Background: an optimization exercise with open tools, aiming at small area. Do not read the settings as production practice.
RTL that was checked went through simulation tests only; none was proved equivalent to the original.
Function not checked in runs 1 and 2: the RTL went through the layout flow alone.

===== design/flow/design.v =====
module filter_chan_add #(parameter W = 8) (
    input  wire [W-1:0] x,
    input  wire [W-1:0] y,
    input  wire         ci,
    output wire [W-1:0] s
);
    wire [W:0] cy;
    assign cy[0] = ci;
    genvar i;
    generate
        for (i = 0; i < W; i = i + 1) begin : g
            assign s[i]    = x[i] ^ y[i] ^ cy[i];
            assign cy[i+1] = (x[i] & y[i]) | (x[i] & cy[i]) | (y[i] & cy[i]);
        end
    endgenerate
endmodule
module filter_chan_csa #(parameter W = 8) (
    input  wire [W-1:0] x,
    input  wire [W-1:0] y,
    input  wire [W-1:0] z,
    output wire [W-1:0] s,
    output wire [W-1:0] c
);
    wire [W-1:0] cc = (x & y) | (x & z) | (y & z);
    assign s = x ^ y ^ z;
    assign c = {cc[W-2:0], 1'b0};
endmodule
module filter_chan_mac (
    input  wire [8:0]  a,
    input  wire [32:0] b,
    input  wire [47:0] acc_in,
    input  wire [47:0] kin,
    output wire [47:0] sum
);
    localparam [47:0] SE = 48'hFAAC_0000_0000;    
    wire [10:0] ax = {a[8], a, 1'b0};             
    wire [35:0] bx = {b[32], b[32], b, 1'b0};     
    wire [4:0]  neg;
    wire [5*35-1:0] r;                           
    genvar k, j;
    generate
        for (k = 0; k < 5; k = k + 1) begin : bk
            wire t0 = ax[2*k];
            wire t1 = ax[2*k+1];
            wire t2 = ax[2*k+2];
            wire one = t1 ^ t0;
            wire two = (t2 & ~t1 & ~t0) | (~t2 & t1 & t0);
            assign neg[k] = t2;
            for (j = 0; j < 35; j = j + 1) begin : bj
                wire m = (one & bx[j+1]) | (two & bx[j]);
                if (j == 34)
                    assign r[35*k+j] = ~(m ^ t2);
                else
                    assign r[35*k+j] = m ^ t2;
            end
        end
    endgenerate
    wire [47:0] v1 = kin | SE | {39'd0, neg[4], 8'd0};
    wire [47:0] v2 = {13'd0, r[0 +: 35]};
    wire [47:0] v3 = {11'd0, r[35 +: 35], 1'b0, neg[0]};
    wire [47:0] v4 = {9'd0,  r[70 +: 35], 1'b0, neg[1], 2'd0};
    wire [47:0] v5 = {7'd0,  r[105 +: 35], 1'b0, neg[2], 4'd0};
    wire [47:0] v6 = {5'd0,  r[140 +: 35], 1'b0, neg[3], 6'd0};
    wire [47:0] s1, c1, s2, c2, s3, c3, s4, c4, s5, c5;
    filter_chan_csa #(48) u1 (.x(acc_in), .y(v1), .z(v2), .s(s1), .c(c1));
    filter_chan_csa #(48) u2 (.x(v3),     .y(v4), .z(v5), .s(s2), .c(c2));
    filter_chan_csa #(48) u3 (.x(s1),     .y(c1), .z(s2), .s(s3), .c(c3));
    filter_chan_csa #(48) u4 (.x(c2),     .y(v6), .z(s3), .s(s4), .c(c4));
    filter_chan_csa #(48) u5 (.x(c3),     .y(s4), .z(c4), .s(s5), .c(c5));
    filter_chan_add #(48) u6 (.x(s5), .y(c5), .ci(1'b0), .s(sum));
endmodule
module filter_chan (
    input  wire        clk,
    input  wire        rst,           
    input  wire [5:0]  cfg_dec,       
    input  wire [1:0]  cfg_ord,       
    input  wire [3:0]  cfg_taps,      
    input  wire        cfg_sat32,     
    input  wire        coef_we,       
    input  wire [3:0]  coef_addr,
    input  wire [15:0] coef_data,
    input  wire        start,         
    input  wire        stop,          
    input  wire        in_valid,      
    input  wire [31:0] in_data,
    output wire        out_valid,     
    output wire [31:0] out_data
);
    localparam [1:0] ST_STOP = 2'd0, ST_SETUP = 2'd1, ST_RUN = 2'd2;
    localparam [2:0] AI_ZERO = 3'd0,    
                     AI_ACC  = 3'd1,    
                     AI_SHL1 = 3'd2,    
                     AI_SHL8 = 3'd3,    
                     AI_SHR8 = 3'd5,    
                     AI_PSH  = 3'd6;    
    reg [1:0]  st;
    reg [5:0]  dm1;                     
    reg [1:0]  ord;                     
    reg [3:0]  ntaps;                   
    reg        sat32;
    reg [15:0] coef [0:15];
    reg [3:0]  ph;                      
    reg [16*33-1:0] hr;                 
    reg [8*56-1:0]  cr;                 
    reg [55:0] c;                       
    reg [32:0] vreg;                    
    reg [31:0] kq;                      
    reg        rho;                     
    reg [47:0] acc;
    reg [47:0] preg;                    
    reg [3:0]  s_new;                   
    reg [5:0]  scnt;                    
    reg [5:0]  dcnt;                    
    reg        cic_pend, cic_go, cic_due;
    reg        cic_fresh_i, cic_fresh_m;    
    reg        sk_on;
    reg [2:0]  skcnt;
    reg        c0_on, c0cnt;
    reg        fir_on, fir_pre;
    reg [4:0]  fcnt;
    reg        pre_req, ins_pend;
    reg        ovalid;
    wire run   = (st == ST_RUN);
    wire setup = (st == ST_SETUP);
    wire [2:0] ph3 = ph[2:0];
    wire [32:0] head    = hr[16*33-1 -: 33];
    wire [3:0]  idx     = s_new - ph;                        
    wire        ins_now = ins_pend & (idx == 4'd0);
    wire        hclr    = setup & (scnt >= 6'd40) & (scnt <= 6'd55);
    wire [32:0] h_tail  = (ins_now | hclr) ? vreg : head;
    wire [55:0] chead   = cr[8*56-1 -: 56];
    wire        cic_act = run & (cic_go | (cic_pend & (ph3 == 3'd0)));
    wire        is_comb = ph3[2];
    wire        c_en    = cic_act & (is_comb ? (cic_due & (ph3[1:0] <= ord)) : (ph3[1:0] <= ord));
    wire        c_rd    = c_en & ~(is_comb ? cic_fresh_m : cic_fresh_i);
    wire        c_sub   = cic_act & is_comb;
    wire [55:0] c_opb   = (c_rd ? chead : 56'd0) ^ {56{c_sub}};
    wire [55:0] c_sum;
    filter_chan_add #(56) u_cadd (.x(c), .y(c_opb), .ci(c_sub), .s(c_sum));
    wire [55:0] c_tail  = c_en ? (is_comb ? c : c_sum) : chead;
    wire        ld_x    = run & in_valid & (dm1 != 6'd0);
    wire [3:0]  cidx  = c0_on ? 4'd0 : (idx + {3'd0, fir_pre});
    wire [15:0] cval  = coef[cidx];
    wire        cok   = c0_on | ((cidx <= ntaps) & ~(fir_pre & (idx == 4'd15)));
    wire        c_hi  = c0_on ? ~c0cnt : ~fcnt[4];
    wire [8:0]  cbyte = ~cok ? 9'd0 : c_hi ? {cval[15], cval[15:8]} : {1'b0, cval[7:0]};
    wire [7:0]  sbyte = c[skcnt*8 +: 8];
    reg  [8:0]  ma;
    reg         use_v;
    reg  [2:0]  ai;
    reg  [47:0] kc;
    always @* begin
        ma = 9'd0; use_v = 1'b1; ai = AI_ACC; kc = 48'd0;
        if (setup) begin
            ai = AI_ZERO;
            if (scnt == 6'd0) begin
                kc = 48'd1;                                     
            end else if (scnt <= 6'd4) begin
                ma = {2'b0, {1'b0, dm1} + 7'd1};                
            end else if (scnt <= 6'd38) begin
                if (scnt == 6'd5) begin                         
                    kc = 48'd1;
                    ma = 9'h1FF;
                end else begin                                  
                    ai = AI_SHL1;
                    ma = acc[47] ? 9'd1 : 9'h1FF;
                end
            end else if (scnt == 6'd56) begin
                kc = 48'd8192;                                  
            end
        end else if (sk_on) begin
            ma = {(skcnt == 3'd6) & sbyte[7], sbyte};
            ai = (skcnt == 3'd0) ? AI_ZERO : (skcnt <= 3'd4) ? AI_SHR8 : AI_ACC;
            kc = (skcnt == 3'd0) ? 48'h0000_8000_0000 : 48'd0;
        end else if (c0_on) begin
            ma = cbyte;
            ai = c0cnt ? AI_SHL8 : AI_PSH;
        end else if (fir_on) begin
            ma    = cbyte;
            use_v = ins_now;
            ai    = (fcnt == 5'd0) ? AI_ZERO : (fcnt == 5'd16) ? AI_SHL8 : AI_ACC;
            kc    = (fcnt == 5'd0) ? 48'd32 : 48'd0;
        end
    end
    wire [32:0] mb = use_v ? vreg : head;
    reg  [47:0] acc_in;
    always @* begin
        case (ai)
            AI_ACC:  acc_in = acc;
            AI_SHL1: acc_in = {acc[46:0], 1'b0};
            AI_SHL8: acc_in = {acc[39:0], preg[7:0] & {8{c0_on}}};
            AI_SHR8: acc_in = {8'd0, acc[47:8]};
            AI_PSH:  acc_in = {8'd0, preg[47:8]};
            default: acc_in = 48'd0;
        endcase
    end
    wire [47:0] sum;
    filter_chan_mac u_mac (.a(ma), .b(mb), .acc_in(acc_in), .kin(kc), .sum(sum));
    wire [32:0] kinc;
    filter_chan_add #(33) u_kinc (.x({1'b0, kq}), .y(33'd0), .ci(rho), .s(kinc));
    wire signed [33:0] y = acc[47:14];
    wire [31:0] y_sat16 = y[33] ? 32'd0 : (|y[32:16]) ? 32'd65535 : {16'd0, y[15:0]};
    wire [31:0] y_sat32 = (y[33:31] == 3'b000 || y[33:31] == 3'b111) ? y[31:0] :
                          y[33] ? 32'h8000_0000 : 32'h7FFF_FFFF;
    assign out_valid = ovalid;
    assign out_data  = sat32 ? y_sat32 : y_sat16;
    always @(posedge clk) begin
        if (coef_we && (st == ST_STOP))
            coef[coef_addr] <= coef_data;
    end
    always @(posedge clk) begin
        hr  <= {hr[15*33-1:0], h_tail};
        cr  <= {cr[7*56-1:0], c_tail};
        c   <= ld_x ? {{24{in_data[31]}}, in_data} : c_sum;
        acc <= sum;
        ph  <= rst ? 4'd0 : ph + 4'd1;
    end
    always @(posedge clk) begin
        ovalid <= 1'b0;
        if (rst || stop) begin
            st <= ST_STOP;
        end else begin
            case (st)
                ST_STOP: if (start) begin
                    dm1      <= cfg_dec;
                    ord      <= cfg_ord;
                    ntaps    <= cfg_taps;
                    sat32    <= cfg_sat32;
                    s_new    <= 4'd0;
                    dcnt     <= 6'd0;
                    scnt     <= 6'd0;
                    cic_pend <= 1'b0;
                    cic_go   <= 1'b0;
                    cic_fresh_i <= 1'b1;
                    cic_fresh_m <= 1'b1;
                    sk_on    <= 1'b0;
                    c0_on    <= 1'b0;
                    fir_on   <= 1'b0;
                    pre_req  <= 1'b0;
                    ins_pend <= 1'b0;
                    st       <= ST_SETUP;
                end
                ST_SETUP: begin
                    scnt <= scnt + 6'd1;
                    if (scnt == 6'd0 || (scnt <= 6'd4 && scnt[1:0] - 2'd1 <= ord) ||
                        scnt == 6'd39)
                        vreg <= sum[32:0];                      
                    if (scnt >= 6'd5 && scnt <= 6'd37)
                        kq <= {kq[30:0], ~sum[47]};
                    if (scnt == 6'd38)
                        rho <= ~sum[47];
                    if (scnt == 6'd56) begin
                        preg <= sum;                            
                        st   <= ST_RUN;
                    end
                end
                ST_RUN: begin
                    if (in_valid) begin
                        if (dm1 == 6'd0) begin
                            vreg     <= {in_data[31], in_data};
                            s_new    <= s_new + 4'd1;
                            ins_pend <= 1'b1;
                            fir_on   <= 1'b1;
                            fir_pre  <= 1'b0;
                            fcnt     <= 5'd0;
                        end else begin
                            vreg     <= kinc;
                            cic_pend <= 1'b1;
                            cic_due  <= (dcnt == dm1);
                            if (dcnt == dm1) begin
                                dcnt  <= 6'd0;
                                s_new <= s_new + 4'd1;
                            end else
                                dcnt  <= dcnt + 6'd1;
                        end
                    end
                    if (cic_pend && ph3 == 3'd0) begin
                        cic_pend <= 1'b0;
                        cic_go   <= 1'b1;
                    end
                    if (cic_go && ph3 == 3'd7) begin
                        cic_go <= 1'b0;
                        cic_fresh_i <= 1'b0;
                        if (cic_due)
                            cic_fresh_m <= 1'b0;
                        if (cic_due) begin
                            sk_on <= 1'b1;
                            skcnt <= 3'd0;
                        end
                    end
                    if (ins_now)
                        ins_pend <= 1'b0;
                    if (sk_on) begin
                        skcnt <= skcnt + 3'd1;
                        if (skcnt == 3'd4 || skcnt == 3'd5)
                            vreg <= {vreg[24:0], 8'd0};         
                        if (skcnt == 3'd6) begin
                            sk_on    <= 1'b0;
                            vreg     <= sum[32:0];              
                            ins_pend <= 1'b1;
                            c0_on    <= 1'b1;
                            c0cnt    <= 1'b0;
                        end
                    end
                    if (c0_on) begin
                        c0cnt <= 1'b1;
                        if (c0cnt) begin
                            c0_on   <= 1'b0;
                            ovalid  <= 1'b1;
                            pre_req <= 1'b1;
                        end
                    end
                    if (fir_on) begin
                        fcnt <= fcnt + 5'd1;
                        if (fcnt == 5'd31) begin
                            fir_on <= 1'b0;
                            if (fir_pre)
                                preg   <= sum;
                            else
                                ovalid <= 1'b1;
                        end
                    end
                    if (pre_req && !ins_pend && !fir_on && !sk_on && !c0_on) begin
                        pre_req <= 1'b0;
                        fir_on  <= 1'b1;
                        fir_pre <= 1'b1;
                        fcnt    <= 5'd0;
                    end
                end
                default: st <= ST_STOP;
            endcase
        end
    end
endmodule

===== design/flow/run.sh =====
#!/bin/bash
# synth_recipe.tcl (not shown) runs the flow's synth.tcl, then flattens the netlist and writes it again
# the make line also repeats each setting of config.mk as NAME=value (left out here)
make -C /OpenROAD-flow-scripts/flow DESIGN_CONFIG=/design/flow/config.mk WORK_HOME=/design/flow/orfs CLKGATE_MAP_FILE= SYNTH_SCRIPT=/design/flow/synth_recipe.tcl finish

===== design/flow/config.mk =====
export PLATFORM = sky130hd
export DESIGN_NAME = filter_chan
export DESIGN_NICKNAME = filter_chan
export VERILOG_FILES = /design/flow/design.v
export SDC_FILE = /design/flow/constraint.sdc
export NUM_CORES = 4
export LEC_CHECK = 0
export ABC_AREA = 1
export CAP_MARGIN = 0
export CORE_MARGIN = 2
export CORE_UTILIZATION = 40
export CTS_BUF_LIST = sky130_fd_sc_hd__clkbuf_8
export CTS_CLUSTER_DIAMETER = 40
export CTS_CLUSTER_SIZE = 12
export SLEW_MARGIN = 0

===== design/flow/constraint.sdc =====
create_clock -name core_clock -period 25.0 [get_ports {clk}]
set_input_delay 5.0000 -clock core_clock [delete_from_list [all_inputs] [get_ports {clk}]]
set_output_delay 5.0000 -clock core_clock [all_outputs]
set_load 0.01 [all_outputs]

==> results.txt, run 1 <==
The initial utilization of the core area, before any placement, comes to 40.2%. The count of final hold-check violations was 0; the final cycle utilization of the critical path was 96.0%. The register clock-pin slew on the reported worst setup and hold paths is 0.07 ns, and the final routed DRC violation total is 0. The post-detailed-route count of antenna-violating nets came out at 0. Final number of setup-violating endpoints: 0. For this run, the total global-route usage over all layers was measured as 19.9%.

Sequential cells were found to cover 60.5% of the synthesized design area. Summing the areas of all fa, ha and maj instances in the mapped netlist gives 11.2% of the synthesized area. The floorplan step defined a die boundary enclosing 145000 um^2.

The cell that appears most often on the critical path is sky130_fd_sc_hd__fa_2. For this run, the top clock speed supported by timing is 41.7 MHz. The worst setup path is launched from a register.

In this run the worst hold path is classified as register to register.

At the worst endpoint, the required time is 25.76 ns. The number of buffers inserted by port buffering is 103. The largest individual stage delay along the critical path comes from the cell sky130_fd_sc_hd__fa_1.

Counting distinct cell types in the post-synthesis netlist gives 56. The area fraction of the dominant cell type after synthesis came out at 38.3%. For the wire length of the first global-routing pass, the log shows 221 mm.

The cell at the root of the clock tree was sky130_fd_sc_hd__clkbuf_8. The number of antenna violations at the first check in global routing was 8; the number of buffers on the longest clock path was 3. After detailed placement, the total cell area comes to 60000 um^2. Clock tree synthesis found a total of 1506 sinks. The number of slew-limit violations in the final report was 0; the signed area change from the synthesized netlist to the final layout was 12.6%. The run gives 37600 as the total number of vias. The chip height was 381 um; the total CTS buffers was 182. Entering global routing, the biggest net connects 113 pins. In the synthesized netlist the dominant register cell turns out to be sky130_fd_sc_hd__dfxtp_1. The largest incremental delay on the critical path came out at 0.43 ns. After Yosys synthesis, and, or, nand and nor cells account for 12.5% of the synthesized area.

Hold repair after CTS inserted 0 buffers. For the total congestion overflow, the log shows 0. Cell accounting for the most synthesized area: sky130_fd_sc_hd__dfxtp_1. Across all setup checks in the final design, the least slack found is 1.00 ns. The netlist area before placement is 56700 um^2. The run finished with no timing, DRC or antenna violations. Summing the areas of all compound-gate instances in the mapped netlist gives 8.09% of the synthesized area.

A synthesized cell averages 10.8 um^2. The synthesized netlist devotes 1.59% of its cell area to XOR and XNOR gates. Synthesis inferred 1506 register bits. The first detailed-routing pass ran for 6 iterations. By instance count, the leading cell after synthesis is sky130_fd_sc_hd__dfxtp_1.

The first routing iteration left 3708 violations. TritonCTS built the clock tree. At the worst endpoint, the arrival time is 24.76 ns.

The wire-length estimate of the detail-placed layout is 101 mm. For the Yosys warning count, the log shows 1. The proportion of register bits with asynchronous set or reset after synthesis is 0%. Counting every instance in the synthesized netlist gives 5239. After detailed routing, the number of vias per cell comes to 5.05. Summing all non-filler instances in the final layout gives an area of 63900 um^2. Routability-driven placement finished with a final weighted congestion of 0.917. The run gives 36600 as the number of global-route vias before repair. By count the netlist is led by 1087 x sky130_fd_sc_hd__dfxtp_1, 1034 x sky130_fd_sc_hd__nand2_1, 539 x sky130_fd_sc_hd__inv_1.

The tools report the number of levels the H-tree was split into as 4. For the pin with the worst max-slew slack, the measured transition is 1.18 ns. The net count of the finished layout is 5865. The worst setup path category was register to register. Along the worst path, the maximum fanout reaches 4. The worst pin sits at a relative slew slack of 20.4%. The region available for standard cell placement spans 141000 um^2. The number of enable flip-flop cells after synthesis came out at 419. The combinational family with the most area after synthesis is simple AND/OR/NAND/NOR gates. The tools report the I/O pin total as 104. Multiplexer cells account for 0% of the synthesized area. Fill cells in the final layout number 13200.

For this block, the routed nets add up to 145 mm of wire. The mean routed wirelength per cell is 19.5 um. Horizontal extent of the die: 381 um. By area the synthesized netlist is led by sky130_fd_sc_hd__dfxtp_1 38%, sky130_fd_sc_hd__edfxtp_1 22%, sky130_fd_sc_hd__fa_1 8.5%. The floorplan has 138 rows.

For the clock latency on the worst-skew pair, the log shows 0.95 ns. Counting every net in the synthesized netlist gives 5675. The final critical-path required period was 24.00 ns; the max capacitance violation total was 0. The fraction of final layout cells sized beyond drive strength 1 was 9.65%; the worst-case setup slack after placement was -0.751 ns. Kind of end point of the critical path: a register.

The clock arrives with 0.0963 ns of skew.
==> cell usage in the layout, fill, tap and decap left out, types with 125 or more instances in the layout <==
| cell | count |
|---|---|
| sky130_fd_sc_hd__nor2_1 | 206 |
| sky130_fd_sc_hd__edfxtp_1 | 419 |
| sky130_fd_sc_hd__nand3_1 | 384 |
| sky130_fd_sc_hd__clkbuf_8 | 187 |
| sky130_fd_sc_hd__inv_1 | 556 |
| sky130_fd_sc_hd__nand2_1 | 1031 |
| sky130_fd_sc_hd__o21ai_0 | 317 |
| sky130_fd_sc_hd__dfxtp_1 | 1087 |
| sky130_fd_sc_hd__fa_1 | 207 |
| sky130_fd_sc_hd__buf_4 | 125 |
==> worst paths after layout <==
path | start | end | slack [ns] | depth (start not counted)
min | hr[463]$_DFF_P_ | hr[496]$_DFF_P_ | 0.30 | 0
min reg2reg | hr[463]$_DFF_P_ | hr[496]$_DFF_P_ | 0.30 | 0
max | ord[1]$_DFFE_PP_ | cr[55]$_DFF_P_ | 1.00 | 74
max reg2reg | ord[1]$_DFFE_PP_ | cr[55]$_DFF_P_ | 1.00 | 74
==> sequential cells by signal, summed over array words and instances, names as in the netlist, 2 cells and up <==
name,cells
cr,448
s_new,4
kq,32
vreg,33
ph,4
skcnt,3
c,56
scnt,6
dm1,6
preg,48
ntaps,4
dcnt,6
acc,48
fcnt,5
hr,528
ord,2
st,2
coef,256
==> routing by layer <==
layer / vias to the layer above / part of all wire [%] / GRT usage, %
met2: 1525 / 43 / 29.9
met4: 4 / 3.5 / 7.40
met5: - / 0.017 / 0
li1: 17600 / - / -
met1: 18100 / 45 / 28.4
met3: 329 / 8.2 / 4.05
==> layout make-up <==
class,instances,area [um^2],area share [%]
timing repair buffer,240,2200,3.43
multi-input combinational,2926,19200,30.0
inverter,573,2170,3.39
tap,1890,2360,3.70
sequential,1506,34300,53.7
clock inverter,112,1070,1.68
clock buffer,187,2570,4.03
antenna,1,2.50,0.00391
==> critical path: cells and delay by family (launching register included) <==
kind | cells | cell delay, ns
buf+inv | 5 | 0.48
simple gates | 6 | 0.43
compound gates | 5 | 0.52
flops | 1 | 0.35
fa+ha+maj | 55 | 21.55
xor+xnor | 3 | 0.51
==> kinds of logic (layout without fill, tap and decap cells) <==
kind of cell / Yosys count / after routing
adders and majority gates: 365 / 365
buffers and inverters: 807 / 1112
other: 0 / 1
DFF: 1506 / 1506
xor gates and xnor gates: 103 / 103
and+or+nand+nor: 1705 / 1705
AOI/OAI and AO/OA: 753 / 753
==> through the flow <==
stage | TNS, ns | cells | hold WS (ns) | util [%]
6_report | 0 | 7435 | 0.298 | 45.3
5_1_grt | -0.0178 | 7435 | 0.290 | 45.3
4_1_cts | 0 | 7424 | 0.295 | 45.1
3_5_place_dp | -2.17 | 7125 | 0.312 | 42.5
3_3_place_gp | -1.43 | 7125 | 0.310 | 42.5
2_1_floorplan | 0 | 5239 | 0.310 | -
==> what timing repair did <==
item,4_1_cts,5_1_grt
gates resized for setup,17,35
cloned,0,1
pin swaps,1,4
setup endpoints to repair,7,10
setup buffers,0,8
==> inputs of run 2 (changes only) <==
--- a/design/flow/config.mk
+++ b/design/flow/config.mk
@@ -9,7 +9,7 @@
 export CAP_MARGIN = 0
 export CORE_MARGIN = 2
 export CORE_UTILIZATION = 40
-export CTS_BUF_LIST = sky130_fd_sc_hd__clkbuf_8
-export CTS_CLUSTER_DIAMETER = 40
-export CTS_CLUSTER_SIZE = 12
+export CTS_BUF_LIST = sky130_fd_sc_hd__clkbuf_16
+export CTS_CLUSTER_DIAMETER = 60
+export CTS_CLUSTER_SIZE = 30
 export SLEW_MARGIN = 0
==> results.txt, run 2 <==
The run finished with no timing, DRC or antenna violations. The share of the Yosys chip area taken by registers is 60.5%. For the multi-input logic area, the log shows 19200 um^2. Cell accounting for the most synthesized area: sky130_fd_sc_hd__dfxtp_1.

The wire length of the first global-routing pass is 219 mm. The largest incremental delay on the critical path is 0.43 ns. Peak clock frequency supported by timing: 41.7 MHz.

The top cell types in the final layout, fill and taps aside, are 1087 x sky130_fd_sc_hd__dfxtp_1, 1031 x sky130_fd_sc_hd__nand2_1, 540 x sky130_fd_sc_hd__inv_1. The total overflow left after global routing is 0. The final cycle utilization of the critical path is 95.9%. Fill cells in the final layout number 13100. Type of the most critical hold path: register to register. For the clock latency on the worst-skew pair, the log shows 0.77 ns.

The post-synthesis xor/xnor area fraction is 1.59%. STA classifies the critical path startpoint as a register. The logs give 37200 for the total number of vias and 145000 um^2 for the full die area.

The run gives 138 as the count of standard-cell rows. The worst-case setup slack after placement is -0.751 ns. The proportion of register bits with asynchronous set or reset after synthesis is 0%, and the mean routed wirelength per cell is 19.7 um.

104 I/O pins were placed. The Yosys warning count is 1, and the compound-gate portion of the synthesized area is 8.09%. The net count of the finished layout is 5786.

The share of synthesized area in the top cell type comes to 38.3%. The library cell used most frequently in the layout, excluding fill and tap cells, is sky130_fd_sc_hd__dfxtp_1. After synthesis, the largest family of logic cells by area is simple AND/OR/NAND/NOR gates. The register clock-pin slew on the reported worst setup and hold paths was 0.10 ns. In the synthesized netlist the dominant register cell turns out to be sky130_fd_sc_hd__dfxtp_1. Setup repair after global routing left no endpoint under its margin. Routability-driven placement finished with a final weighted congestion of 0.917.

In this design, the critical path's most frequently occurring cell is sky130_fd_sc_hd__fa_2. For this design, the slowest cell found on the critical path is sky130_fd_sc_hd__fa_1. Ranked by total cell area, the synthesized netlist is headed by sky130_fd_sc_hd__dfxtp_1 38%, sky130_fd_sc_hd__edfxtp_1 22%, sky130_fd_sc_hd__fa_1 8.5%.

Clock tree synthesis found a total of 1506 sinks. Entering global routing, the biggest net connects 113 pins. Wires add up to 144 mm. In the global route stage, overall resource usage came out at 19.7%.

For the count of final hold-check violations, the log shows 0. The adder-cell share of the synthesized area was 11.2%; the number of placed instances, taps included was 7125. The horizontal extent of the die was 381 um; the worst clock skew was 0.0818 ns.

In this run, CTS created clock tree buffers numbering 101. Multiplexer fraction of the synthesized cell area: 0%.

For this run, the number of standard cells in the final layout without fillers is 7328. For the worst setup path, the data arrival time is 24.60 ns. The synthesized design contains 1506 register bits. The core footprint was 141000 um^2; the transition time at the pin with the least slew margin was 1.24 ns. After detailed routing, the number of remaining DRC violations is 0.

The kind of end point of the critical path was a register. Setup slack on the critical path of the routed design comes to 1.02 ns. In the final layout, the registers with the most flip-flops are hr x528, cr x448, coef x256. The first TritonRoute pass finished after 6 iterations.

TritonCTS built the clock tree. Across the run, the number of max-cap violations was 0. The run gives 34300 um^2 as the area of all sequential standard cells. The register with the most flip-flops in the layout has 528 of them. Of the cells placed in the final design, the portion with a size suffix greater than 1 is 8.28%. The most numerous cell in the Yosys netlist was sky130_fd_sc_hd__dfxtp_1.

After the first detailed-routing iteration, the DRC count stood at 3774. Final number of setup-violating endpoints: 0. The initial core utilization is 40.2%, and the basic-gate share of the synthesized area counting and, or, nand and nor cells is 12.5%. The repair_antennas step left the layout with diodes totalling 0. The clock passes through at most 3 buffers. Counting flops per register, the top entry is hr.

The average vias per placed instance came out at 5.08. In this run the cell area of the synthesized design comes to 56700 um^2. The max-slew headroom at the worst pin was 16.8%; the largest fanout of any net on the critical path was 4. In this run the clock root is driven by a sky130_fd_sc_hd__clkbuf_16.

The number of levels the H-tree was split into is 3. Summed over all nets, the half-perimeter wirelength after detailed placement is 101 mm. The post-synthesis cell count was 5239; the core utilization of the finished layout was 45.5%. In the synthesized netlist, the cells that appear most often are 1087 x sky130_fd_sc_hd__dfxtp_1, 1034 x sky130_fd_sc_hd__nand2_1, 539 x sky130_fd_sc_hd__inv_1. The clock period could shrink to 23.98 ns. The number of antenna violations at the first check in global routing came out at 6. The number of slew-limit violations in the final report was 0; the average cell area after synthesis was 10.8 um^2.

The chip height works out to 381 um. For the required time of the worst setup path, the log shows 25.62 ns. The number of different library cells used by synthesis comes to 56. The number of enable flip-flop cells after synthesis works out to 419. The count of buffers added on input and output ports is 103. Hold is met by 0.293 ns. When the netlist entered floorplanning its net count stood at 5675.

The run gives 35800 as the number of global-route vias before repair. By startpoint and endpoint, the worst setup path is classified as register to register. Compared with the post-synthesis result, the final layout area differs by 13.3%. Post-detailed-route count of antenna-violating nets: 0.
==> run 2: worst paths after layout <==
kind | from | end | slack (ns) | cells past startpoint
setup / recovery | ord[1]$_DFFE_PP_ | cr[55]$_DFF_P_ | 1.02 | 74
setup reg to reg | ord[1]$_DFFE_PP_ | cr[55]$_DFF_P_ | 1.02 | 74
hold / removal | cr[216]$_DFF_P_ | cr[272]$_DFF_P_ | 0.29 | 0
hold reg to reg | cr[216]$_DFF_P_ | cr[272]$_DFF_P_ | 0.29 | 0
==> run 2: metal layers <==
metal | wire length (um) | global-route usage [%] | vias to the layer above | share of wire (%)
li1 | - | - | 17400 | -
met1 | 65800 | 28.5 | 18000 | 46
met2 | 62500 | 29.9 | 1452 | 43
met3 | 11000 | 3.60 | 278 | 7.6
met4 | 4870 | 6.52 | 4 | 3.4
met5 | 28 | 0 | - | 0.019
==> run 2: metrics by stage <==
stage / cell area (um^2) / setup TNS [ns]
2_1_floorplan: 56800 / 0
6_report: 64300 / 0
3_3_place_gp: 60000 / -1.43
4_1_cts: 64000 / 0
5_1_grt: 64300 / 0
3_5_place_dp: 60000 / -2.17
==> run 2: kinds of logic after synthesis <==
group           after synthesis
flops                      1506
buf+inv                     807
fa+ha+maj                   365
xor+xnor                    103
compound gates              753
simple gates               1705
==> run 2: worst max-delay path, delay by kind of cell (launching register included) <==
kind / cells / cell delay [ns]
flops: 1 / 0.37
buf+inv: 5 / 0.46
simple gates: 6 / 0.43
xor+xnor: 3 / 0.51
fa+ha+maj: 55 / 21.51
compound gates: 5 / 0.52
==> run 2: timing repair <==
action | CTS | global route
hold buffers | 0 | 0
gates cloned | 0 | 2
buffers inserted | 0 | 9
endpoints found under the setup margin | 8 | 11
pin swaps | 1 | 5
gates resized for setup | 17 | 36
==> run 2: final cells by class <==
class | instances | area share, %
clock inverters | 88 | 2.21
flip-flops and latches | 1506 | 53.4
repair inverters | 1 | 0.0136
repair buffers | 241 | 3.42
multi-input cells | 2926 | 29.9
inverters | 573 | 3.38
clock buffers | 103 | 4.01
well taps | 1890 | 3.68
==> inputs of run 3 (changes only) <==
--- a/design/flow/design.v
+++ b/design/flow/design.v
@@ -91,6 +91,7 @@
                      AI_ACC  = 3'd1,    
                      AI_SHL1 = 3'd2,    
                      AI_SHL8 = 3'd3,    
+                     AI_SHLP = 3'd4,    
                      AI_SHR8 = 3'd5,    
                      AI_PSH  = 3'd6;    
     reg [1:0]  st;
@@ -112,7 +113,6 @@
     reg [5:0]  scnt;                    
     reg [5:0]  dcnt;                    
     reg        cic_pend, cic_go, cic_due;
-    reg        cic_fresh_i, cic_fresh_m;    
     reg        sk_on;
     reg [2:0]  skcnt;
     reg        c0_on, c0cnt;
@@ -132,12 +132,12 @@
     wire        cic_act = run & (cic_go | (cic_pend & (ph3 == 3'd0)));
     wire        is_comb = ph3[2];
     wire        c_en    = cic_act & (is_comb ? (cic_due & (ph3[1:0] <= ord)) : (ph3[1:0] <= ord));
-    wire        c_rd    = c_en & ~(is_comb ? cic_fresh_m : cic_fresh_i);
     wire        c_sub   = cic_act & is_comb;
-    wire [55:0] c_opb   = (c_rd ? chead : 56'd0) ^ {56{c_sub}};
+    wire [55:0] c_opb   = (c_en ? chead : 56'd0) ^ {56{c_sub}};
     wire [55:0] c_sum;
     filter_chan_add #(56) u_cadd (.x(c), .y(c_opb), .ci(c_sub), .s(c_sum));
-    wire [55:0] c_tail  = c_en ? (is_comb ? c : c_sum) : chead;
+    wire        c_clr   = setup & (scnt >= 6'd40) & (scnt <= 6'd47);
+    wire [55:0] c_tail  = c_clr ? 56'd0 : (c_en ? (is_comb ? c : c_sum) : chead);
     wire        ld_x    = run & in_valid & (dm1 != 6'd0);
     wire [3:0]  cidx  = c0_on ? 4'd0 : (idx + {3'd0, fir_pre});
     wire [15:0] cval  = coef[cidx];
@@ -174,7 +174,7 @@
             kc = (skcnt == 3'd0) ? 48'h0000_8000_0000 : 48'd0;
         end else if (c0_on) begin
             ma = cbyte;
-            ai = c0cnt ? AI_SHL8 : AI_PSH;
+            ai = c0cnt ? AI_SHLP : AI_PSH;
         end else if (fir_on) begin
             ma    = cbyte;
             use_v = ins_now;
@@ -188,7 +188,8 @@
         case (ai)
             AI_ACC:  acc_in = acc;
             AI_SHL1: acc_in = {acc[46:0], 1'b0};
-            AI_SHL8: acc_in = {acc[39:0], preg[7:0] & {8{c0_on}}};
+            AI_SHL8: acc_in = {acc[39:0], 8'd0};
+            AI_SHLP: acc_in = {acc[39:0], preg[7:0]};
             AI_SHR8: acc_in = {8'd0, acc[47:8]};
             AI_PSH:  acc_in = {8'd0, preg[47:8]};
             default: acc_in = 48'd0;
@@ -231,8 +232,6 @@
                     scnt     <= 6'd0;
                     cic_pend <= 1'b0;
                     cic_go   <= 1'b0;
-                    cic_fresh_i <= 1'b1;
-                    cic_fresh_m <= 1'b1;
                     sk_on    <= 1'b0;
                     c0_on    <= 1'b0;
                     fir_on   <= 1'b0;
@@ -280,9 +279,6 @@
                     end
                     if (cic_go && ph3 == 3'd7) begin
                         cic_go <= 1'b0;
-                        cic_fresh_i <= 1'b0;
-                        if (cic_due)
-                            cic_fresh_m <= 1'b0;
                         if (cic_due) begin
                             sk_on <= 1'b1;
                             skcnt <= 3'd0;
==> design/flow/config.mk (replaced) <==
export PLATFORM = sky130hd
export DESIGN_NAME = filter_chan
export DESIGN_NICKNAME = filter_chan
export VERILOG_FILES = /design/flow/design.v
export SDC_FILE = /design/flow/constraint.sdc
export NUM_CORES = 4
export LEC_CHECK = 0
export CAP_MARGIN = 20
export CORE_MARGIN = 2
export CORE_UTILIZATION = 40
export SLEW_MARGIN = 20
==> results.txt, run 3 <==
For this configuration, the core starts out at a cell density of 40.3%. The run gives 4924 as the post-synthesis cell count. Max-slew headroom at the worst pin: 27.5%. The setup path with the least slack is of type register to register. The number of buffers inserted by port buffering came out at 103.

The max capacitance violation total is 0, and the chip height is 385 um. The run gives 25.70 ns as the required time of the worst setup path. The cell sitting at the root of the clock tree is a sky130_fd_sc_hd__clkbuf_16. After clock tree synthesis, the clock-pin slew on the worst setup and hold paths is 0.06 ns. The run gives 59.2% as the share of synthesized area occupied by flip-flops and latches. The mean routed wirelength per cell is 21.0 um, and the total CTS buffers is 149.

Leaving out fill and tap cells, the most frequent cell in the layout is sky130_fd_sc_hd__dfxtp_1. In the synthesized netlist the async set-or-reset flop fraction comes to 0%. The register ranked first by flip-flop count was hr. Clock latency on the worst-skew pair, taken at its later pin, is 0.82 ns.

For the length of the first detailed-routing pass in iterations, the log shows 8. Among all flip-flop cells after synthesis, the most frequent one is sky130_fd_sc_hd__dfxtp_1. The number of slew-limit violations in the final report came out at 0. The worst clock skew was 0.0416 ns. Setup repair after global routing left no endpoint under its margin.

Relative to the synthesized area, the layout overhead comes to 16.0%. The detailed-placement wirelength estimate is 99.8 mm. The global placer's final weighted congestion was 0.924. The library cells used most frequently in the layout, excluding fill and tap cells, are 1086 x sky130_fd_sc_hd__dfxtp_1, 656 x sky130_fd_sc_hd__nand2_1, 417 x sky130_fd_sc_hd__edfxtp_1. The post-route netlist has 12.0% of its cells at a drive strength greater than 1. The wire length reported by the detailed router was 148 mm.

The flow ran to the end and the layout has no timing, DRC or antenna violations. The largest total area in the synthesized netlist belongs to sky130_fd_sc_hd__dfxtp_1. After synthesis, the cell types taking the most area are sky130_fd_sc_hd__dfxtp_1 38%, sky130_fd_sc_hd__edfxtp_1 22%, sky130_fd_sc_hd__fa_1 8.4%.

After detailed routing, the number of remaining DRC violations is 0. Counting both buffers and inverters, the worst setup path holds a total of 3. The full die area is 148000 um^2, and the largest fanout of any net on the critical path is 4. The count of state elements after synthesis was 1504. Number of DRC markers after the initial detailed-route iteration: 3511.

The kind of end point of the critical path is a register. In this design, the critical path's most frequently occurring cell is sky130_fd_sc_hd__fa_2. The clock net in this run drives a total of 1504 sinks. Global routing used 19.9% of the available tracks.

For the pin with the worst max-slew slack, the measured transition is 1.06 ns. The worst path arrival time came out at 24.73 ns. The largest registers in the layout are hr x528, cr x448, coef x256. The floorplan has 139 rows. In this run the standard cell core region covers 144000 um^2.

At the end of the flow the core is filled with cells to 46.8%. The cell at the slowest stage of the critical path is sky130_fd_sc_hd__fa_1. The worst setup path is launched from a register. The path class of the tightest hold or removal check is register to register. TritonCTS built the clock tree. The netlist area before placement was 57900 um^2.

The post-detailed-route count of antenna-violating nets was 0; the final number of setup-violating endpoints was 0. In this run the biggest area consumer among cell types represents 37.6% of the synthesized area. The finished cells cover 67200 um^2.

For the peak clock frequency supported by timing, the log shows 41.6 MHz. The net count reported at finish is 5479. The pin count of the biggest net entering global routing was 88.

The H-tree was split into 4 levels. The die is 385 um wide. The commonest cells after synthesis are 1087 x sky130_fd_sc_hd__dfxtp_1, 657 x sky130_fd_sc_hd__nand2_1, 417 x sky130_fd_sc_hd__edfxtp_1.

Counting every net in the synthesized netlist gives 5360. The total congestion overflow is 0. The first global-routing pass estimated 225 mm of wire. Pin placement for this block handled 104 I/O pins.

On the critical path the largest part of the delay comes from adder cells. After clock tree synthesis, the flow added hold-fix buffers numbering 0. Average cell area after synthesis: 11.8 um^2. Subtracting the final worst setup slack from the clock period gives 24.04 ns. Dividing the detail-routed via count by the number of cells gives 5.31.

Among all cell types in the netlist, the one instantiated most often is sky130_fd_sc_hd__dfxtp_1. The register with the most flip-flops in the layout has 528 of them. The total number of vias was 37600; the largest incremental delay on the critical path was 0.44 ns. The count of final hold-check violations was 0; the number of antenna violations at the first check in global routing was 1. The Yosys warning count was 1; the number of global-route vias before repair was 36800. The final critical path takes up 96.1% of the cycle. The netlist uses 82 different library cells. The placement-stage cell area came out at 61500 um^2. The number of enable flip-flop cells after synthesis works out to 417. The clock passes through at most 3 buffers.
-- run 3: worst paths after layout --
check,startpoint,endpoint,slack (ns),cells after the start
hold / removal,hr[90]$_DFF_P_,hr[123]$_DFF_P_,0.31,0
hold reg to reg,hr[90]$_DFF_P_,hr[123]$_DFF_P_,0.31,0
setup / recovery,ord[1]$_DFFE_PP_,c[55]$_DFF_P_,0.96,67
setup reg to reg,ord[1]$_DFFE_PP_,c[55]$_DFF_P_,0.96,67
-- run 3: per-stage QoR --
step | setup TNS (ns) | hold WS [ns] | std cells | setup slack [ns]
after floorplan | 0 | 0.310 | 4924 | 0.0163
after global placement | -1.98 | 0.310 | 6780 | -0.727
after detailed placement | -2.62 | 0.312 | 6780 | -0.865
after CTS | 0 | 0.316 | 7057 | 0.0103
after global routing | 0 | 0.321 | 7072 | 0.0335
final | 0 | 0.313 | 7074 | 0.964
-- run 3: routing by layer --
layer / track usage, % / part of all wire [%]
met1: 26.8 / 43
met2: 31.2 / 46
met3: 3.91 / 6.8
met4: 8.81 / 4.6
met5: 0 / 0.0088
-- run 3: layout make-up --
cell class              count  area (um^2)
well taps                1903         2380
clock inverters            68          953
inverters                 300         1130
repair buffers            277         2430
clock buffers             209         4400
flip-flops and latches   1504        34300
diodes                      2         5.00
multi-input cells        2811        21600
fillers                 13000        76500
-- run 3: what timing repair did --
action | in CTS | in global routing
setup buffers | 0 | 12
endpoints found under the setup margin | 6 | 9
gates resized for setup | 18 | 41
pin swaps | 0 | 10
gates cloned | 0 | 2
-- run 3: cells by family (layout without fill, tap and decap cells) --
kind of cell	after synthesis	after routing	share of synthesized area, %
DFF	1504	1504	59.2
and+or+nand+nor	1139	1139	8.17
AOI/OAI and AO/OA	984	984	11.3
buffers and inverters	609	854	4.25
adders and majority gates	396	396	11.6
muxes	188	188	3.85
xor gates and xnor gates	104	104	1.67
other	0	2	0
==> inputs of run 4 (changes only) <==
--- a/design/flow/design.v
+++ b/design/flow/design.v
@@ -91,7 +91,6 @@
                      AI_ACC  = 3'd1,    
                      AI_SHL1 = 3'd2,    
                      AI_SHL8 = 3'd3,    
-                     AI_SHLP = 3'd4,    
                      AI_SHR8 = 3'd5,    
                      AI_PSH  = 3'd6;    
     reg [1:0]  st;
@@ -102,8 +101,11 @@
     reg [15:0] coef [0:15];
     reg [3:0]  ph;                      
     reg [16*33-1:0] hr;                 
-    reg [8*56-1:0]  cr;                 
-    reg [55:0] c;                       
+    reg [8*28-1:0]  crl;                
+    reg [8*28-1:0]  crh;                
+    reg [27:0] c_lo;                    
+    reg [27:0] c_hi;                    
+    reg        ch_en, ch_rd, ch_sub, ch_comb, ch_cy;    
     reg [32:0] vreg;                    
     reg [31:0] kq;                      
     reg        rho;                     
@@ -113,6 +115,7 @@
     reg [5:0]  scnt;                    
     reg [5:0]  dcnt;                    
     reg        cic_pend, cic_go, cic_due;
+    reg        cic_fresh_i, cic_fresh_m;    
     reg        sk_on;
     reg [2:0]  skcnt;
     reg        c0_on, c0cnt;
@@ -128,22 +131,28 @@
     wire        ins_now = ins_pend & (idx == 4'd0);
     wire        hclr    = setup & (scnt >= 6'd40) & (scnt <= 6'd55);
     wire [32:0] h_tail  = (ins_now | hclr) ? vreg : head;
-    wire [55:0] chead   = cr[8*56-1 -: 56];
+    wire [27:0] chead_l = crl[8*28-1 -: 28];
+    wire [27:0] chead_h = crh[8*28-1 -: 28];
+    wire [55:0] c       = {c_hi, c_lo};
     wire        cic_act = run & (cic_go | (cic_pend & (ph3 == 3'd0)));
     wire        is_comb = ph3[2];
     wire        c_en    = cic_act & (is_comb ? (cic_due & (ph3[1:0] <= ord)) : (ph3[1:0] <= ord));
+    wire        c_rd    = c_en & ~(is_comb ? cic_fresh_m : cic_fresh_i);
     wire        c_sub   = cic_act & is_comb;
-    wire [55:0] c_opb   = (c_en ? chead : 56'd0) ^ {56{c_sub}};
-    wire [55:0] c_sum;
-    filter_chan_add #(56) u_cadd (.x(c), .y(c_opb), .ci(c_sub), .s(c_sum));
-    wire        c_clr   = setup & (scnt >= 6'd40) & (scnt <= 6'd47);
-    wire [55:0] c_tail  = c_clr ? 56'd0 : (c_en ? (is_comb ? c : c_sum) : chead);
+    wire [27:0] cl_opb  = (c_rd ? chead_l : 28'd0) ^ {28{c_sub}};
+    wire [28:0] cl_sum;
+    filter_chan_add #(29) u_caddl (.x({1'b0, c_lo}), .y({1'b0, cl_opb}), .ci(c_sub), .s(cl_sum));
+    wire [27:0] cl_tail = c_en ? (is_comb ? c_lo : cl_sum[27:0]) : chead_l;
+    wire [27:0] ch_opb  = (ch_rd ? chead_h : 28'd0) ^ {28{ch_sub}};
+    wire [27:0] ch_sum;
+    filter_chan_add #(28) u_caddh (.x(c_hi), .y(ch_opb), .ci(ch_cy), .s(ch_sum));
+    wire [27:0] ch_tail = ch_en ? (ch_comb ? c_hi : ch_sum) : chead_h;
     wire        ld_x    = run & in_valid & (dm1 != 6'd0);
     wire [3:0]  cidx  = c0_on ? 4'd0 : (idx + {3'd0, fir_pre});
     wire [15:0] cval  = coef[cidx];
     wire        cok   = c0_on | ((cidx <= ntaps) & ~(fir_pre & (idx == 4'd15)));
-    wire        c_hi  = c0_on ? ~c0cnt : ~fcnt[4];
-    wire [8:0]  cbyte = ~cok ? 9'd0 : c_hi ? {cval[15], cval[15:8]} : {1'b0, cval[7:0]};
+    wire        cb_hi = c0_on ? ~c0cnt : ~fcnt[4];
+    wire [8:0]  cbyte = ~cok ? 9'd0 : cb_hi ? {cval[15], cval[15:8]} : {1'b0, cval[7:0]};
     wire [7:0]  sbyte = c[skcnt*8 +: 8];
     reg  [8:0]  ma;
     reg         use_v;
@@ -174,7 +183,7 @@
             kc = (skcnt == 3'd0) ? 48'h0000_8000_0000 : 48'd0;
         end else if (c0_on) begin
             ma = cbyte;
-            ai = c0cnt ? AI_SHLP : AI_PSH;
+            ai = c0cnt ? AI_SHL8 : AI_PSH;
         end else if (fir_on) begin
             ma    = cbyte;
             use_v = ins_now;
@@ -188,8 +197,7 @@
         case (ai)
             AI_ACC:  acc_in = acc;
             AI_SHL1: acc_in = {acc[46:0], 1'b0};
-            AI_SHL8: acc_in = {acc[39:0], 8'd0};
-            AI_SHLP: acc_in = {acc[39:0], preg[7:0]};
+            AI_SHL8: acc_in = {acc[39:0], preg[7:0] & {8{c0_on}}};
             AI_SHR8: acc_in = {8'd0, acc[47:8]};
             AI_PSH:  acc_in = {8'd0, preg[47:8]};
             default: acc_in = 48'd0;
@@ -211,8 +219,15 @@
     end
     always @(posedge clk) begin
         hr  <= {hr[15*33-1:0], h_tail};
-        cr  <= {cr[7*56-1:0], c_tail};
-        c   <= ld_x ? {{24{in_data[31]}}, in_data} : c_sum;
+        crl <= {crl[7*28-1:0], cl_tail};
+        crh <= {crh[7*28-1:0], ch_tail};
+        c_lo <= ld_x ? in_data[27:0] : cl_sum[27:0];
+        c_hi <= ld_x ? {{24{in_data[31]}}, in_data[31:28]} : ch_sum;
+        ch_en   <= c_en;
+        ch_rd   <= c_rd;
+        ch_sub  <= c_sub;
+        ch_comb <= is_comb;
+        ch_cy   <= cl_sum[28];
         acc <= sum;
         ph  <= rst ? 4'd0 : ph + 4'd1;
     end
@@ -232,6 +247,8 @@
                     scnt     <= 6'd0;
                     cic_pend <= 1'b0;
                     cic_go   <= 1'b0;
+                    cic_fresh_i <= 1'b1;
+                    cic_fresh_m <= 1'b1;
                     sk_on    <= 1'b0;
                     c0_on    <= 1'b0;
                     fir_on   <= 1'b0;
@@ -279,6 +296,9 @@
                     end
                     if (cic_go && ph3 == 3'd7) begin
                         cic_go <= 1'b0;
+                        cic_fresh_i <= 1'b0;
+                        if (cic_due)
+                            cic_fresh_m <= 1'b0;
                         if (cic_due) begin
                             sk_on <= 1'b1;
                             skcnt <= 3'd0;
==> design/flow/config.mk (replaced) <==
export PLATFORM = sky130hd
export DESIGN_NAME = filter_chan
export DESIGN_NICKNAME = filter_chan
export VERILOG_FILES = /design/flow/design.v
export SDC_FILE = /design/flow/constraint.sdc
export NUM_CORES = 4
export LEC_CHECK = 0
export ABC_AREA = 1
export CAP_MARGIN = 0
export CORE_MARGIN = 2
export CORE_UTILIZATION = 65
export CTS_BUF_LIST = sky130_fd_sc_hd__clkbuf_8
export CTS_CLUSTER_DIAMETER = 40
export CTS_CLUSTER_SIZE = 12
export PLACE_DENSITY = 0.75
export SLEW_MARGIN = 0
==> results.txt, run 4 <==
The share of synthesized area occupied by flip-flops and latches is 60.6%, and the number of slew-limit violations in the final report is 0. Combinational family with the most area after synthesis: simple AND/OR/NAND/NOR gates. For this block, the via count after detailed routing is 38700.

The routed design could run at a clock period as short as 23.99 ns. The number of buffers inserted by port buffering was 103; the required time of the worst setup path was 25.60 ns. The H-tree was split into 4 levels.

The cell at the root of the clock tree was sky130_fd_sc_hd__clkbuf_8. The library cell used most frequently in the layout, excluding fill and tap cells, is sky130_fd_sc_hd__nand2_1. Hold timing on the final database bottoms out at a slack of 0.304 ns. Of all nets on the critical path, the largest fanout is 21. The cell accounting for the most synthesized area is sky130_fd_sc_hd__dfxtp_1.

The total congestion overflow came out at 0. The post-route netlist has 7.11% of its cells at a drive strength greater than 1. After technology mapping, the gate count stands at 5383. The basic-gate share of the synthesized area counting and, or, nand and nor cells is 14.0%, and the Yosys warning count is 1. For the count of final hold-check violations, the log shows 0. The cell at the slowest stage of the critical path was sky130_fd_sc_hd__fa_1. Clock-pin slew was measured on the worst setup and hold paths at 0.07 ns. The timing endpoint of the critical path was preg[47]$_DFFE_PP_. For this run, the leading register cell type out of synthesis is sky130_fd_sc_hd__dfxtp_1.

The number of cells on the worst reg-to-reg path is 78, and the chip height is 300 um. The setup slack of the critical path after layout is 1.01 ns, and the wire length reported by the detailed router is 142 mm. The initial core utilization was 65.5%. The worst setup path is captured at a register. The tools report the setup slack on the worst flop-to-flop path as 1.01 ns.

The beginning of the worst hold path is hr[42]$_DFF_P_. Routability-driven placement finished with a final weighted congestion of 0.937. Tracing the worst setup path back leads to its startpoint at s_new[0]$_SDFFCE_PN0P_. The compound-gate portion of the synthesized area came out at 7.39%. In this design, the stage delay of the slowest critical-path cell is 0.61 ns. The post-synthesis cell type count was 56. Ranked by flip-flop count, first place goes to hr.

The logs give 0 for the max capacitance violation total and 19300 um^2 for the multi-input logic area. After Yosys synthesis, full adders, half adders and majority gates account for 11.2% of the synthesized area. Proportion of register bits with asynchronous set or reset after synthesis: 0%.

For this run, design rule violations remaining after detail routing come to 0. Dividing the synthesized area by the synthesized cell count gives 10.6 um^2. Yosys attributes the largest share of cell area to sky130_fd_sc_hd__dfxtp_1 38%, sky130_fd_sc_hd__edfxtp_1 22%, sky130_fd_sc_hd__fa_1 8.5%.

Type of the most critical hold path: register to register. The number of antenna violations at the first check in global routing is 9. The mean routed wirelength per cell works out to 20.9 um. The number of global-route vias before repair is 37200.

The worst setup path category was register to register. The total area inside the core boundary comes to 86800 um^2. The area fraction of the dominant cell type after synthesis is 38.4%, and the full die area is 89900 um^2.

The net count after synthesis was 5819. The largest registers in the layout are hr x528, coef x256. The logs give 24.59 ns for the worst path arrival time and 41.7 MHz for the peak clock frequency supported by timing. The register with the most flip-flops in the layout has 528 of them. In this run, the number of DRC markers left after iteration 0 of detailed routing was 4427. Headroom to the max-slew limit came out at 12.3%.

The tools report the detailed-placement wirelength estimate as 98.6 mm. The post-detailed-route count of antenna-violating nets is 0, and the net count reported at finish is 5964. By count the netlist is led by 1227 x sky130_fd_sc_hd__nand2_1, 1092 x sky130_fd_sc_hd__dfxtp_1, 546 x sky130_fd_sc_hd__inv_1. At the pin with the least slew margin, the transition time is 1.31 ns.

The signed area change from the synthesized netlist to the final layout works out to 9.92%. OpenSTA, run right after detailed placement, puts the worst setup slack at 0.169 ns. The final cycle utilization of the critical path was 96.0%. Most prevalent standard cell on the critical path: sky130_fd_sc_hd__fa_1. Clock latency on the worst-skew pair, taken at its later pin, is 0.88 ns. The count of state elements after synthesis is 1511. The run finished with no timing, DRC or antenna violations. The initialized floorplan defines 108 standard-cell rows. The clock passes through at most 3 buffers. The average vias per placed instance is 5.71. The die is 300 um wide. Kind of start point of the critical path: a register. Pin count of the biggest net entering global routing: 82.

The run gives 6227 as the count of filler cells inserted in the layout. The synthesized design contains 419 enable-type register cells. The run gives 0.0517 ns as the worst clock skew. The library cells used most frequently in the layout, excluding fill and tap cells, are 1226 x sky130_fd_sc_hd__nand2_1, 1090 x sky130_fd_sc_hd__dfxtp_1, 564 x sky130_fd_sc_hd__inv_1. The wire length of the first global-routing pass was 218 mm.

The post-synthesis xor/xnor area fraction is 1.09%, and the final number of setup-violating endpoints is 0. The tools report the capturing point of the worst reg2reg path as preg[47]$_DFFE_PP_. The logs give 56900 um^2 for the netlist area before placement and 12 for the length of the first detailed-routing pass in iterations.

Of the post-synthesis cell area, the part taken by muxes is 0.0176%. During I/O placement, the number of pins put on the boundary was 104. The tools report the critical register-to-register path startpoint as s_new[0]$_SDFFCE_PN0P_. Registers take 34400 um^2.

The total CTS buffers was 165; the total global-route track usage was 32.1%. TritonCTS built the clock tree. The number of clock sinks seen by CTS was 1511.

By instance count, the leading cell after synthesis is sky130_fd_sc_hd__nand2_1.
## run 4: cell types whose count changed after synthesis, sizes merged, moves of 59 or more
cell,previous run,this run
a221oi,95,20
clkbuf,209,122
nand3,48,429
o21ai,224,316
nand2,659,1237
mux2,69,0
a21oi,312,126
xnor2,82,6
nor2b,64,0
inv,300,561
mux2i,98,1
a31oi,70,11
## run 4: worst max-delay path, delay by kind of cell, from the launching register on
kind,cells,cell delay (ns)
adder cells (fa/ha/maj),48,18.98
buffers and inverters,16,1.90
AO/OA/AOI/OAI,4,0.68
flip-flops,1,0.44
XOR/XNOR,3,0.49
AND/OR/NAND/NOR,7,1.16
## run 4: through the flow
stage | TNS [ns] | std cells | util [%] | instance area, um^2
2_1_floorplan | 0 | 5383 | - | 56900
3_3_place_gp | 0 | 6509 | 68.1 | 59100
3_5_place_dp | 0 | 6509 | 68.1 | 59100
4_1_cts | 0 | 6758 | 71.8 | 62300
5_1_grt | -0.0125 | 6768 | 72.0 | 62500
6_report | 0 | 6770 | 72.0 | 62500
## run 4: metal layers
| metal | up-vias | share of wire [%] | track usage [%] |
|---|---|---|---|
| met4 | 6 | 4.4 | 14.3 |
| met5 | - | 0.028 | 0 |
| met1 | 18400 | 41 | 44.7 |
| met2 | 2068 | 44 | 48.5 |
| met3 | 348 | 11 | 7.31 |
| li1 | 17800 | - | - |
## run 4: how the worst min path moves through the flow
stage	end	cells after the start	slack, ns
after floorplan	crh[100]$_DFF_P_	0	0.31
after global placement	crl[119]$_DFF_P_	0	0.31
after detailed placement	crh[121]$_DFF_P_	0	0.31
after CTS	crh[140]$_DFF_P_	0	0.30
after global routing	crh[92]$_DFF_P_	0	0.31
final	hr[75]$_DFF_P_	0	0.30
## run 4: timing repair
action / 4_1_cts / 5_1_grt
setup endpoints to repair: 0 / 6
resized for setup: 0 / 19
hold buffers: 0 / 0
buffers inserted: 0 / 6
## run 4: layout make-up
| cell class | count | area share [%] |
|---|---|---|
| clock inverter | 79 | 1.37 |
| sequential | 1511 | 55.1 |
| inverter | 565 | 3.42 |
| tap | 1155 | 2.31 |
| clock buffer | 170 | 3.74 |
| multi-input combinational | 3072 | 30.9 |
| timing repair buffer | 213 | 3.08 |
| antenna | 5 | 0.0200 |
## run 4: cell families after synthesis
family,after synthesis
simple gates,1935
fa+ha+maj,365
mux,1
flops,1511
buf+inv,801
compound gates,699
xor+xnor,71
==> inputs of run 5 (changes only) <==
--- a/design/flow/config.mk
+++ b/design/flow/config.mk
@@ -8,9 +8,8 @@
 export ABC_AREA = 1
 export CAP_MARGIN = 0
 export CORE_MARGIN = 2
-export CORE_UTILIZATION = 65
+export CORE_UTILIZATION = 40
 export CTS_BUF_LIST = sky130_fd_sc_hd__clkbuf_8
 export CTS_CLUSTER_DIAMETER = 40
 export CTS_CLUSTER_SIZE = 12
-export PLACE_DENSITY = 0.75
 export SLEW_MARGIN = 0
==> results.txt, run 5 <==
Leaving out fill and tap cells, the most frequent cells in the layout are 1226 x sky130_fd_sc_hd__nand2_1, 1090 x sky130_fd_sc_hd__dfxtp_1, 561 x sky130_fd_sc_hd__inv_1. The run finished with no timing, DRC or antenna violations. The largest fanout of any net on the critical path is 31. After detailed routing, the total wire length is 146 mm. The full die area was 145000 um^2; the final routed DRC violation total was 0. The tools report the net count reported at finish as 5977.

For this run, the leading register cell type out of synthesis is sky130_fd_sc_hd__dfxtp_1. The total area inside the core boundary comes to 141000 um^2. The count of cells in the finished layout, fillers not included, comes to 7554.

The final critical-path required period came out at 23.80 ns. The tool flagged a number of max-cap violations equal to 0. The worst setup path category is register to register.

Global routing used 20.0% of the available tracks across all layers. The tools report the setup slack on the worst flop-to-flop path as 1.20 ns. For this configuration, the core starts out at a cell density of 40.3%.

The type of the most critical hold path was register to register. The run gives 36500 as the number of global-route vias before repair. Counting flops with an async set or reset pin after synthesis yields a share of 0%. The startpoint identified for the worst hold timing path is crh[193]$_DFF_P_. sky130_fd_sc_hd__dfxtp_1 takes more of the synthesized area than any other cell. After clock tree synthesis, the clock-pin slew on the worst setup and hold paths is 0.08 ns.

The post-detailed-route count of antenna-violating nets is 0. The transition time at the pin with the least slew margin came out at 1.21 ns. The critical register-to-register path startpoint is s_new[0]$_SDFFCE_PN0P_. The wire-length estimate of the detail-placed layout is 100 mm. The post-synthesis cell count is 5383, and the average cell area after synthesis is 10.6 um^2. In the post-synthesis netlist, the biggest area contributors are sky130_fd_sc_hd__dfxtp_1 38%, sky130_fd_sc_hd__edfxtp_1 22%, sky130_fd_sc_hd__fa_1 8.5%. Kind of start point of the critical path: a register. The final cycle utilization of the critical path is 95.2%. The number of cells on the worst reg-to-reg path came out at 84.

After floorplanning, the core was divided into 138 placement rows. Synthesis instantiated 56 different standard cells from the library. The count of final hold-check violations was 0; the mean routed wirelength per cell was 19.3 um. The library cell used most frequently in the layout, excluding fill and tap cells, is sky130_fd_sc_hd__nand2_1. CTS built an H-tree with a depth of 4. Data arrives at the worst endpoint at 24.45 ns.

CTS placed an instance of sky130_fd_sc_hd__clkbuf_8 at the clock tree root. The first global-routing pass estimated 222 mm of wire. The count of buffers added on input and output ports is 103.

The worst pin sits at a relative slew slack of 18.9%. At the later pin of the worst-skew pair, clock insertion delay measures 0.92 ns. The signed area change from the synthesized netlist to the final layout came out at 12.7%.

The tools report the number of clock sinks seen by CTS as 1511. The cell area that synthesis handed to floorplanning was 56900 um^2.

By instance count, the cell type seen most on the critical path is sky130_fd_sc_hd__fa_1. The average vias per placed instance came out at 5.04.

Register ranked first by flip-flop count: hr. The commonest cells after synthesis are 1227 x sky130_fd_sc_hd__nand2_1, 1092 x sky130_fd_sc_hd__dfxtp_1, 546 x sky130_fd_sc_hd__inv_1. The logs give 6 for the length of the first detailed-routing pass in iterations and 0.924 for the global placer's final weighted congestion. The longest clock path from root to sink contains 3 buffers. Of the cells placed in the final design, the portion with a size suffix greater than 1 is 8.06%.

Data on the critical path is required at its endpoint by 25.64 ns. For the Yosys warning count, the log shows 1. Horizontal extent of the die: 381 um. For the worst clock skew, the log shows 0.0507 ns. After the first detailed-routing iteration, the DRC count stood at 3844. The number of slew-limit violations in the final report came out at 0. Entering global routing, the biggest net connects 129 pins. The top cell type by area accounts for 38.4% of the synthesized area. The total number of vias was 38100.

The beginning of the critical path is s_new[0]$_SDFFCE_PN0P_. The synthesized design contains 1511 register bits. TritonCTS built the clock tree. The cell at the slowest stage of the critical path is sky130_fd_sc_hd__fa_2. After detailed placement, the design holds a cell count of 7240. For this run, the top clock speed supported by timing is 42.0 MHz. In this run the vertical extent of the chip is 381 um. The most common cell in the synthesized netlist is sky130_fd_sc_hd__nand2_1. The number of enable flip-flop cells after synthesis works out to 419. The number of flip-flops in the largest register was 528; the final number of setup-violating endpoints was 0.

The number of clock buffers added by TritonCTS is 184. 104 I/O pins were placed. The largest registers in the layout are hr x528, coef x256. The kind of end point of the critical path was a register. Summed over all layers, the global routing overflow is 0. For the net count after synthesis, the log shows 5819. For the worst hold slack across all endpoints, the log shows 0.311 ns. The number of antenna violations at the first check in global routing is 9. The tools report the timing endpoint of the critical path as preg[47]$_DFFE_PP_. For this run, the slowest stage of the critical path takes 0.57 ns. The capturing point of the worst reg2reg path was preg[47]$_DFFE_PP_.

The run gives 60.6% as the share of synthesized area occupied by flip-flops and latches.
## run 5: cell counts after synthesis
No cell type changed its count.
## run 5: final cells by class
class | instances | area [um^2]
clock inverters | 109 | 1170
fillers | 13300 | 77200
multi-input cells | 3072 | 19300
well taps | 1890 | 2360
repair buffers | 207 | 1900
diodes | 5 | 12.5
clock buffers | 195 | 2680
flip-flops and latches | 1511 | 34400
inverters | 565 | 2140
## run 5: stage by stage
| stage | cell area [um^2] | utilization, % | TNS [ns] | worst slack (ns) |
|---|---|---|---|---|
| after detailed placement | 60000 | 42.5 | 0 | 0.259 |
| after global routing | 64100 | 45.4 | -0.00214 | -0.00214 |
| after floorplan | 56900 | - | 0 | 1.74 |
| final | 64100 | 45.4 | 0 | 1.20 |
| after CTS | 63900 | 45.2 | 0 | 0.220 |
| after global placement | 60000 | 42.5 | 0 | 0.486 |
## run 5: critical path, delay by kind of cell, from the launching register on
| family | cells | cell delay (ns) |
|---|---|---|
| AO/OA/AOI/OAI | 4 | 0.68 |
| flip-flops | 1 | 0.43 |
| XOR/XNOR | 3 | 0.47 |
| adder cells (fa/ha/maj) | 46 | 18.64 |
| buffers and inverters | 17 | 1.61 |
| AND/OR/NAND/NOR | 14 | 1.64 |
## run 5: cells by family after synthesis
group           after synthesis  share of synthesized area, %
flops                      1511                          60.6
compound gates              699                          7.39
simple gates               1935                          14.0
xor+xnor                     71                          1.09
mux                           1                        0.0176
fa+ha+maj                   365                          11.2
buf+inv                     801                          5.68
## run 5: worst min path at each step
stage	endpoint	slack, ns	cells after the start
6_report	crh[221]$_DFF_P_	0.31	0
5_1_grt	hr[320]$_DFF_P_	0.31	0
4_1_cts	hr[320]$_DFF_P_	0.30	0
3_5_place_dp	hr[39]$_DFF_P_	0.31	0
3_3_place_gp	hr[109]$_DFF_P_	0.31	0
2_1_floorplan	crh[100]$_DFF_P_	0.31	0
## run 5: what timing repair did
item                                    CTS  global route
buffers inserted                          0             4
endpoints found under the setup margin    0             8
resized for setup                         0            29
hold endpoints to repair                  0             0
hold buffers                              0             0
## run 5: metal layers
layer | vias up | share of wire (%) | global-route usage [%]
met5 | - | 0.023 | 0
met1 | 18400 | 46 | 29.2
met4 | 6 | 4.1 | 8.69
met3 | 290 | 8.0 | 3.69
met2 | 1479 | 42 | 28.8
li1 | 17900 | - | -

[port drivers added, routing unchanged]
In the flow no input, the clock included, has a driving cell. The finished layouts below were timed again as built, in two steps.
Step 1 (the two cells are an assumption about what drives the block):
set clk [get_ports {clk}]
set_driving_cell -lib_cell sky130_fd_sc_hd__clkbuf_16 $clk
set_driving_cell -lib_cell sky130_fd_sc_hd__buf_2 [delete_from_list [all_inputs] $clk]
Step 2 adds t to the input delays and takes it off the output delays; t is the mean of the earliest and latest rising clock arrival at the registers after step 1. Input paths then give back, and output paths get back, about the clock's delay inside the block.
Three values: no drivers, after step 1, after step 2; two values: the first two.
run | t, ns | slack for setup (ns) | clock arrival spread, ns
run 1 | 0.972 | 1.001 / 1.001 / 1.001 | 0.097 / 0.096
run 2 | 0.810 | 1.024 / 1.024 / 1.024 | 0.082 / 0.082
run 3 | 0.869 | 0.964 / 0.964 / 0.964 | 0.043 / 0.042
run 4 | 0.932 | 1.008 / 1.008 / 1.008 | 0.054 / 0.054
run 5 | 0.974 | 1.196 / 1.196 / 1.196 | 0.051 / 0.051
After both steps setup and hold are still met in every run listed.
